Background: an optimization exercise with open tools, aiming at small area. Do not read the settings as production practice.
At most, simulation tests tie the RTL to the original design; equivalence was not proved.

run A:
==> flow/design.v (excerpt) <==
module serve_code_gen (
    input  wire         clk,
    input  wire         rst,           
    input  wire         start,
    output wire         ready,
    input  wire [255:0] key,           
    input  wire [31:0]  frame,
    input  wire [15:0]  line,
    input  wire [2:0]   head_id,
    input  wire [63:0]  nonce,
    input  wire [3:0]   bits,
    input  wire [1:0]   phases_log2,
    input  wire [2:0]   phase,
    output reg          out_valid,
    output wire [2:0]   out_index,
    output wire [119:0] offsets        
);
Settings: LEC_CHECK=0, CAP_MARGIN=20, CORE_MARGIN=2, CORE_UTILIZATION=40, PLACE_DENSITY=0.6, SLEW_MARGIN=20; clock period 10.0 ns.
standard.sh (not shown) runs the stock make flow with config.mk's settings and CLKGATE_MAP_FILE= SYNTH_SCRIPT=/design/flow/synth_recipe.tcl, a recipe that flattens the netlist after the stock synthesis.
==> flow/flow/run.sh <==
#!/bin/bash
# Layout flow: the standard layout (standard.sh), with three changes:
#  - synthesis runs first with an ABC mapping script (flow/map.abc) that keeps
#    the XOR structure of the S-box and MixColumns logic; registers, their
#    names and cell types are those of the standard synthesis, only the
#    combinational mapping differs;
#  - every input and output port still gets its own buffer, but of the
#    smallest buffer cell;
#  - the clock tree uses clkbuf_4 buffers, clusters of up to 10 flip-flops and
#    no dummy loads.
set -euo pipefail
W=$(pwd)

export BUFFER_PORTS_ARGS="-buffer_cell sky130_fd_sc_hd__buf_1"
export CTS_ARGS="-sink_clustering_enable -repair_clock_nets -dont_use_dummy_load -buf_list sky130_fd_sc_hd__clkbuf_4 -sink_clustering_size 12 -sink_clustering_max_diameter 35"

# The standard flow's synthesis script, with every abc call given flow/map.abc
{
  cat <<EOT
proc abc {args} {
  set i [lsearch \$args -script]
  if {\$i >= 0} { set args [lreplace \$args [expr {\$i + 1}] [expr {\$i + 1}] $W/flow/map.abc] }
  yosys abc {*}\$args
}
EOT
  cat "$W/synth_recipe.tcl"
} > "$W/own_synth.tcl"

# the standard make command, for the synth target and with the script above
cmd=$(grep '^make ' "$W/standard.sh")
cmd=${cmd//SYNTH_SCRIPT=/SYNTH_SCRIPT_UNUSED=}
cmd=${cmd/\"\$\{@:-finish\}\"/SYNTH_SCRIPT=$W/own_synth.tcl synth}
echo "$cmd" > "$W/own_synth_cmd.txt"
eval "$cmd" > "$W/synth.log" 2>&1

# the rest of the standard layout (floorplan .. finish), reusing that synthesis
bash "$W/standard.sh" > "$W/layout.log" 2>&1
==> flow/flow/map.abc <==
&get -n
&st
&dch
&nf -R 1000
&put
The following lists how run B was set up differently from run A:
diff --git a/flow/flow/run.sh b/flow/flow/run.sh
--- a/flow/flow/run.sh
+++ b/flow/flow/run.sh
@@ -14,3 +14,3 @@
 export BUFFER_PORTS_ARGS="-buffer_cell sky130_fd_sc_hd__buf_1"
-export CTS_ARGS="-sink_clustering_enable -repair_clock_nets -dont_use_dummy_load -buf_list sky130_fd_sc_hd__clkbuf_4 -sink_clustering_size 12 -sink_clustering_max_diameter 35"
+export CTS_ARGS="-sink_clustering_enable -repair_clock_nets -dont_use_dummy_load -buf_list sky130_fd_sc_hd__clkbuf_4 -sink_clustering_size 10 -sink_clustering_max_diameter 70"
 
## What came out
- Relative to run A, the worst slack on hold paths of run B is higher by 0.041 ns.
- Max worst setup slack across run B and run A: run A
- Compared with run A, run B shows share of the clock period used by the worst path after layout higher by 0.61 points.
- Comparing run B and run A, the higher met3 capacity usage during global routing was measured on run A.
Edits applied to the flow inputs when going from run B to run C:
diff --git a/flow/flow/run.sh b/flow/flow/run.sh
--- a/flow/flow/run.sh
+++ b/flow/flow/run.sh
@@ -14,3 +14,3 @@
 export BUFFER_PORTS_ARGS="-buffer_cell sky130_fd_sc_hd__buf_1"
-export CTS_ARGS="-sink_clustering_enable -repair_clock_nets -dont_use_dummy_load -buf_list sky130_fd_sc_hd__clkbuf_4 -sink_clustering_size 10 -sink_clustering_max_diameter 70"
+export CTS_ARGS="-sink_clustering_enable -repair_clock_nets -dont_use_dummy_load -buf_list sky130_fd_sc_hd__clkbuf_4 -sink_clustering_size 10 -sink_clustering_max_diameter 45"
 
Findings:
- Synthesized area: run B vs run C identical
- Peak fanout along the critical path: run C > run B
- When the final numbers for run C and run B were put side by side, the via count turned out to be smaller in run C.
- From run B to run C, count of filler cells inserted in the layout did not move at all.
- Compared with run B, in run C number of tapcells ~0 delta, total clock buffers created by CTS went up 6.
- For run B, the top routing layer in use was met4, unlike run C, where it was met5.
- Run C against run B: area overhead of the layout relative to synthesis rose by 0.16 points, fraction of the core area covered by cells at the end of the flow neither gained nor lost much.
### run C -> run D
diff --git a/flow/flow/run.sh b/flow/flow/run.sh
--- a/flow/flow/run.sh
+++ b/flow/flow/run.sh
@@ -14,3 +14,3 @@
 export BUFFER_PORTS_ARGS="-buffer_cell sky130_fd_sc_hd__buf_1"
-export CTS_ARGS="-sink_clustering_enable -repair_clock_nets -dont_use_dummy_load -buf_list sky130_fd_sc_hd__clkbuf_4 -sink_clustering_size 10 -sink_clustering_max_diameter 45"
+export CTS_ARGS="-sink_clustering_enable -repair_clock_nets -dont_use_dummy_load -buf_list {sky130_fd_sc_hd__clkbuf_2 sky130_fd_sc_hd__clkbuf_4} -sink_clustering_size 10 -sink_clustering_max_diameter 45"
 
Findings:
- Run D: done, clean on timing, DRC and antenna
- In terms of area enclosed by the die boundary, run C and run D differ only marginally.
- Diff run D..run C | clock-buffer cell count | unchanged
- Run D vs. run C: worst endpoint data arrival time stayed essentially flat, buffer and inverter count on the worst path stayed essentially flat.
- As far as fraction of layout instances using a drive strength above 1 goes, run C and run D are indistinguishable; the numbers are identical.
- As far as maximum clock frequency goes, run D and run C are indistinguishable; the numbers are identical.


serve_code_gen, a different RTL version from the one above (not shown whole).
For scale: about 2100 cells after synthesis, roughly 570 flip-flops.
==> flow/design.v (excerpt) <==
module serve_code_gen (
    input  wire         clk,
    input  wire         rst,           
    input  wire         start,
    output wire         ready,
    input  wire [255:0] key,           
    input  wire [31:0]  frame,
    input  wire [15:0]  line,
    input  wire [2:0]   head_id,
    input  wire [63:0]  nonce,
    input  wire [3:0]   bits,
    input  wire [1:0]   phases_log2,
    input  wire [2:0]   phase,
    output reg          out_valid,
    output wire [2:0]   out_index,
    output wire [119:0] offsets        
);
clock: 10.0 ns
lec_check: 0
cap_margin: 20
core_margin: 2
core_utilization: 65
place_density: 0.75
slew_margin: 20
==> flow/flow/run.sh <==
#!/bin/bash
# Layout flow: the standard layout (standard.sh), with three changes:
#  - synthesis runs first with an ABC mapping script (flow/map.abc) that keeps
#    the XOR structure of the S-box and MixColumns logic; registers, their
#    names and cell types are those of the standard synthesis, only the
#    combinational mapping differs;
#  - every input and output port still gets its own buffer, but of the
#    smallest buffer cell;
#  - the clock tree uses clkbuf_4 buffers, clusters of up to 8 flip-flops and
#    no dummy loads.
set -euo pipefail
W=$(pwd)

export BUFFER_PORTS_ARGS="-buffer_cell sky130_fd_sc_hd__buf_1"
export CTS_ARGS="-sink_clustering_enable -repair_clock_nets -dont_use_dummy_load -buf_list sky130_fd_sc_hd__clkbuf_4 -sink_clustering_size 11 -sink_clustering_max_diameter 40"

# The standard flow's synthesis script, with every abc call given flow/map.abc
{
  cat <<EOT
proc abc {args} {
  set i [lsearch \$args -script]
  if {\$i >= 0} { set args [lreplace \$args [expr {\$i + 1}] [expr {\$i + 1}] $W/flow/map.abc] }
  yosys abc {*}\$args
}
EOT
  cat "$W/synth_recipe.tcl"
} > "$W/own_synth.tcl"

# the standard make command, for the synth target and with the script above
cmd=$(grep '^make ' "$W/standard.sh")
cmd=${cmd//SYNTH_SCRIPT=/SYNTH_SCRIPT_UNUSED=}
cmd=${cmd/\"\$\{@:-finish\}\"/SYNTH_SCRIPT=$W/own_synth.tcl synth}
echo "$cmd" > "$W/own_synth_cmd.txt"
eval "$cmd" > "$W/synth.log" 2>&1

# the rest of the standard layout (floorplan .. finish), reusing that synthesis
bash "$W/standard.sh" > "$W/layout.log" 2>&1
Scripts as last shown in full above: flow/flow/map.abc
The baseline completed without violations.
==> next run, changes <==
--- a/flow/flow/run.sh
+++ b/flow/flow/run.sh
@@ -13,5 +13,5 @@
 
 export BUFFER_PORTS_ARGS="-buffer_cell sky130_fd_sc_hd__buf_1"
-export CTS_ARGS="-sink_clustering_enable -repair_clock_nets -dont_use_dummy_load -buf_list sky130_fd_sc_hd__clkbuf_4 -sink_clustering_size 11 -sink_clustering_max_diameter 40"
+export CTS_ARGS="-sink_clustering_enable -repair_clock_nets -dont_use_dummy_load -buf_list sky130_fd_sc_hd__clkbuf_4 -sink_clustering_size 9 -sink_clustering_max_diameter 45"
 
 # The standard flow's synthesis script, with every abc call given flow/map.abc
--- a/flow/config.mk
+++ b/flow/config.mk
@@ -8,5 +8,5 @@
 export CAP_MARGIN = 20
 export CORE_MARGIN = 2
-export CORE_UTILIZATION = 65
-export PLACE_DENSITY = 0.75
+export CORE_UTILIZATION = 40
+export PLACE_DENSITY = 0.6
 export SLEW_MARGIN = 20
What happened: Synthesized cell count is unchanged; global-route usage decreases by 9.6 points; utilization decreases by 29 points; worst hold slack gets better by 0.070 ns.
==> next run, changes <==
--- a/flow/config.mk
+++ b/flow/config.mk
@@ -8,5 +8,5 @@
 export CAP_MARGIN = 20
 export CORE_MARGIN = 2
-export CORE_UTILIZATION = 40
-export PLACE_DENSITY = 0.6
+export CORE_UTILIZATION = 55
+export PLACE_DENSITY = 0.7
 export SLEW_MARGIN = 20
Effect: Design area decreases by 1.1%; die area decreases by 27%; non-clock buffer count increases by 2; synthesized area stays the same; sequential share of layout area increases by 0.53 points; maximum frequency increases by 1.0%; register-to-register slack gains 0.09 ns.
==> next run, changes <==
--- a/flow/flow/run.sh
+++ b/flow/flow/run.sh
@@ -13,5 +13,5 @@
 
 export BUFFER_PORTS_ARGS="-buffer_cell sky130_fd_sc_hd__buf_1"
-export CTS_ARGS="-sink_clustering_enable -repair_clock_nets -dont_use_dummy_load -buf_list sky130_fd_sc_hd__clkbuf_4 -sink_clustering_size 9 -sink_clustering_max_diameter 45"
+export CTS_ARGS="-sink_clustering_enable -repair_clock_nets -dont_use_dummy_load -buf_list sky130_fd_sc_hd__clkbuf_4 -sink_clustering_size 8 -sink_clustering_max_diameter 50"
 
 # The standard flow's synthesis script, with every abc call given flow/map.abc
--- a/flow/config.mk
+++ b/flow/config.mk
@@ -8,5 +8,5 @@
 export CAP_MARGIN = 20
 export CORE_MARGIN = 2
-export CORE_UTILIZATION = 55
-export PLACE_DENSITY = 0.7
+export CORE_UTILIZATION = 65
+export PLACE_DENSITY = 0.75
 export SLEW_MARGIN = 20
Routed wire length fell by 4.1%.
Clock skew rises by 0.048 ns.
Setup slack improves by 0.088 ns.
Non-clock buffer count went down by 2.
Synthesized cell count is unchanged.
Worst hold slack is about the same.
Core utilization goes up by 12 points.
No run of this note included a check of the RTL's function; only the layout flow was run.


Setup of alpha:
Another version of the RTL of serve_code_gen (not shown whole).
For scale: roughly 1900 cells after synthesis, roughly 580 flip-flops, about 510 I/O pins, roughly 21000 sq um of cells after synthesis.
## serve_code_gen
module serve_code_gen (
    input  wire         clk,
    input  wire         rst,           
    input  wire         start,
    output wire         ready,
    input  wire [255:0] key,           
    input  wire [31:0]  frame,
    input  wire [15:0]  line,
    input  wire [2:0]   head_id,
    input  wire [63:0]  nonce,
    input  wire [3:0]   bits,
    input  wire [1:0]   phases_log2,
    input  wire [2:0]   phase,
    output reg          out_valid,
    output wire [2:0]   out_index,
    output wire [119:0] offsets        
);
    function integer ROW(input integer g);
        ROW = (g + 1) % 4;
    endfunction
    function integer ELEM(input integer r, input integer c);
        ELEM = 4 * ((r + 3) % 4) + c;
    endfunction
    function [7:0] xtime(input [7:0] b);
        xtime = {b[6:0], 1'b0} ^ (b[7] ? 8'h1b : 8'h00);
    endfunction
    reg         busy;
    reg  [3:0]  i;         
    reg  [4:0]  P;         
  ...
Settings: LEC_CHECK=0, CAP_MARGIN=20, CORE_MARGIN=2, CORE_UTILIZATION=40, PLACE_DENSITY=0.6, SLEW_MARGIN=20; clock period 10.0 ns.
==> flow/flow/run.sh <==
#!/bin/bash
# Layout flow: the standard layout, with the synthesis step run first with
# an ABC mapping script that keeps the XOR structure of the S-box and
# MixColumns logic (the standard script's SOP balancing flattens it).
# Registers, their names and cell types are those of the standard synthesis:
# only the combinational mapping differs.
set -euo pipefail
W=$(pwd)

# port buffers: the smallest buffer cell
export BUFFER_PORTS_ARGS="-buffer_cell sky130_fd_sc_hd__buf_1"

# The standard flow's synthesis script, with every abc call given flow/map.abc
{
  cat <<EOT
proc abc {args} {
  set i [lsearch \$args -script]
  if {\$i >= 0} { set args [lreplace \$args [expr {\$i + 1}] [expr {\$i + 1}] $W/flow/map.abc] }
  yosys abc {*}\$args
}
EOT
  cat "$W/synth_recipe.tcl"
} > "$W/own_synth.tcl"

# the standard make command, for the synth target and with the script above
cmd=$(grep '^make ' "$W/standard.sh")
cmd=${cmd//SYNTH_SCRIPT=/SYNTH_SCRIPT_UNUSED=}
cmd=${cmd/\"\$\{@:-finish\}\"/SYNTH_SCRIPT=$W/own_synth.tcl synth}
echo "$cmd" > "$W/own_synth_cmd.txt"
eval "$cmd" > "$W/synth.log" 2>&1

# the rest of the standard layout (floorplan .. finish), reusing that synthesis
bash "$W/standard.sh" > "$W/layout.log" 2>&1
Scripts as last shown in full above: flow/flow/map.abc
## Diff of input files: beta against alpha
-- flow/flow/run.sh --
<<< alpha, line 8
W=$(pwd)

# port buffers: the smallest buffer cell
export BUFFER_PORTS_ARGS="-buffer_cell sky130_fd_sc_hd__buf_1"

>>> beta, line 8
W=$(pwd)

### Flow results
beta finished every step from synthesis to the final layout, and the layout passed the timing, design-rule and antenna checks.
alpha completed; timing, DRC and antenna clean
alpha ended up with D[122]$_DFF_P_ as its worst setup path endpoint; beta ended up with D[127]$_DFF_P_.
STATUS area of all placed cells without fillers: beta loses against alpha
alpha -> beta: number of sinks driven by the clock tree delta 0, exact match
alpha → beta: global-route usage higher, fraction of standard cell area in multi-input logic down 4.0 points.
Of the two candidates, alpha has the better shortest period the worst path allows and beta the worse one.
Changes in gamma relative to beta:
-- flow/flow/run.sh --
<<< beta, line 8
W=$(pwd)

>>> gamma, line 8
W=$(pwd)

# port buffers: the smallest buffer cell
export BUFFER_PORTS_ARGS="-buffer_cell sky130_fd_sc_hd__buf_1"
export CTS_ARGS="-sink_clustering_enable -repair_clock_nets -dont_use_dummy_load -buf_list sky130_fd_sc_hd__clkbuf_4"

Notes after the runs:
Re worst setup slack: beta was lower than gamma. gamma ended up with a higher worst reg-to-reg path cell count than beta did. Total cell area at the placement stage ends up higher on beta.


the previous run:
Another version of the RTL of serve_code_gen (not shown whole).
For scale: roughly 2100 cells after synthesis, about 560 flip-flops, ~510 I/O pins.
==> flow/config.mk <==
export PLATFORM = sky130hd
export DESIGN_NAME = serve_code_gen
export DESIGN_NICKNAME = serve_code_gen
export VERILOG_FILES = /design/flow/design.v
export SDC_FILE = /design/flow/constraint.sdc
export NUM_CORES = 8
export LEC_CHECK = 0
export CAP_MARGIN = 20
export CORE_MARGIN = 2
export CORE_UTILIZATION = 40
export PLACE_DENSITY = 0.6
export SLEW_MARGIN = 20
==> flow/constraint.sdc <==
create_clock -name core_clock -period 10.0 [get_ports {clk}]
set_input_delay 2.0000 -clock core_clock [delete_from_list [all_inputs] [get_ports {clk}]]
set_output_delay 2.0000 -clock core_clock [all_outputs]
set_load 0.01 [all_outputs]
==> flow/flow/run.sh <==
#!/bin/bash
# Layout flow: the standard layout (standard.sh), with three changes:
#  - synthesis runs first with an ABC mapping script (flow/map.abc) that keeps
#    the XOR structure of the S-box and MixColumns logic; registers, their
#    names and cell types are those of the standard synthesis, only the
#    combinational mapping differs;
#  - every input and output port still gets its own buffer, but of the
#    smallest buffer cell;
#  - the clock tree uses clkbuf_4 buffers, clusters of up to 9 flip-flops and
#    no dummy loads.
set -euo pipefail
W=$(pwd)

export BUFFER_PORTS_ARGS="-buffer_cell sky130_fd_sc_hd__buf_1"
export CTS_ARGS="-sink_clustering_enable -repair_clock_nets -dont_use_dummy_load -buf_list sky130_fd_sc_hd__clkbuf_4 -sink_clustering_size 10 -sink_clustering_max_diameter 45"

# The standard flow's synthesis script, with every abc call given flow/map.abc
{
  cat <<EOT
proc abc {args} {
  set i [lsearch \$args -script]
  if {\$i >= 0} { set args [lreplace \$args [expr {\$i + 1}] [expr {\$i + 1}] $W/flow/map.abc] }
  yosys abc {*}\$args
}
EOT
  cat "$W/synth_recipe.tcl"
} > "$W/own_synth.tcl"

# the standard make command, for the synth target and with the script above
cmd=$(grep '^make ' "$W/standard.sh")
cmd=${cmd//SYNTH_SCRIPT=/SYNTH_SCRIPT_UNUSED=}
cmd=${cmd/\"\$\{@:-finish\}\"/SYNTH_SCRIPT=$W/own_synth.tcl synth}
echo "$cmd" > "$W/own_synth_cmd.txt"
eval "$cmd" > "$W/synth.log" 2>&1

# the rest of the standard layout (floorplan .. finish), reusing that synthesis
bash "$W/standard.sh" > "$W/layout.log" 2>&1
Scripts as last shown in full above: flow/flow/map.abc
Changes in the current run relative to the previous run:
diff --git a/flow/flow/run.sh b/flow/flow/run.sh
--- a/flow/flow/run.sh
+++ b/flow/flow/run.sh
@@ -13,5 +13,5 @@
 
 export BUFFER_PORTS_ARGS="-buffer_cell sky130_fd_sc_hd__buf_1"
-export CTS_ARGS="-sink_clustering_enable -repair_clock_nets -dont_use_dummy_load -buf_list sky130_fd_sc_hd__clkbuf_4 -sink_clustering_size 10 -sink_clustering_max_diameter 45"
+export CTS_ARGS="-sink_clustering_enable -repair_clock_nets -dont_use_dummy_load -buf_list sky130_fd_sc_hd__clkbuf_2 sky130_fd_sc_hd__clkbuf_4 -sink_clustering_size 9 -sink_clustering_max_diameter 45"
 
 # The standard flow's synthesis script, with every abc call given flow/map.abc
Findings:
Summary of the current run over the previous run: number of I/O pins did not really move, post-synthesis instance area did not really move, number of library cell types mapped by synthesis did not really move, total number of placement rows did not really move, cell count after synthesis did not really move.
From the current run to the previous run, fraction of registers with async set or reset after synthesis did not move at all.
The current run is listed as incomplete: the tool reported an error in 4_1_cts and the run ended there.

afterwards: timing with drivers on the ports:
No port has a modelled driver above. Below, the same layouts with a new extraction and two added sets of constraints.
Step 1, drivers: a clkbuf_16 drives clk and a buf_2 each remaining input, both assumed.
Step 2 times the ports against the registers' clock, not the clock port: input delays grow and output delays shrink by t, the midpoint of the rising clock arrivals with the driver on.
a / b / c = no drivers / after step 1 / after step 2; a / b = the first two.
run | t (ns) | setup slack, ns | worst setup path after step 2 | cell pins on the clock port's net
run A | 0.863 | 0.966 / 0.966 / 0.966 | register to register | 1
run B | 0.839 | 0.905 / 0.905 / 0.905 | register to register | 1
run C | 0.844 | 0.951 / 0.951 / 0.951 | register to register | 1
run D | 0.844 | 0.951 / 0.951 / 0.951 | register to register | 1
the first run of note 2 | 0.727 | 1.740 / 1.740 / 1.740 | register to register | 1
the second run of note 2 | 0.838 | 1.586 / 1.586 / 1.586 | register to register | 1
the third run of note 2 | 0.809 | 1.673 / 1.673 / 1.673 | register to register | 1
the fourth run of note 2 | 0.753 | 1.761 / 1.761 / 1.761 | register to register | 1
alpha | 0.673 | 2.163 / 2.163 / 2.163 | register to register | 1
beta | 0.683 | 1.989 / 1.989 / 1.989 | register to register | 1
gamma | 0.960 | 2.117 / 2.117 / 2.117 | register to register | 1
the previous run | 0.838 | 1.600 / 1.600 / 1.600 | register to register | 1
After both steps setup and hold are still met in every run listed.
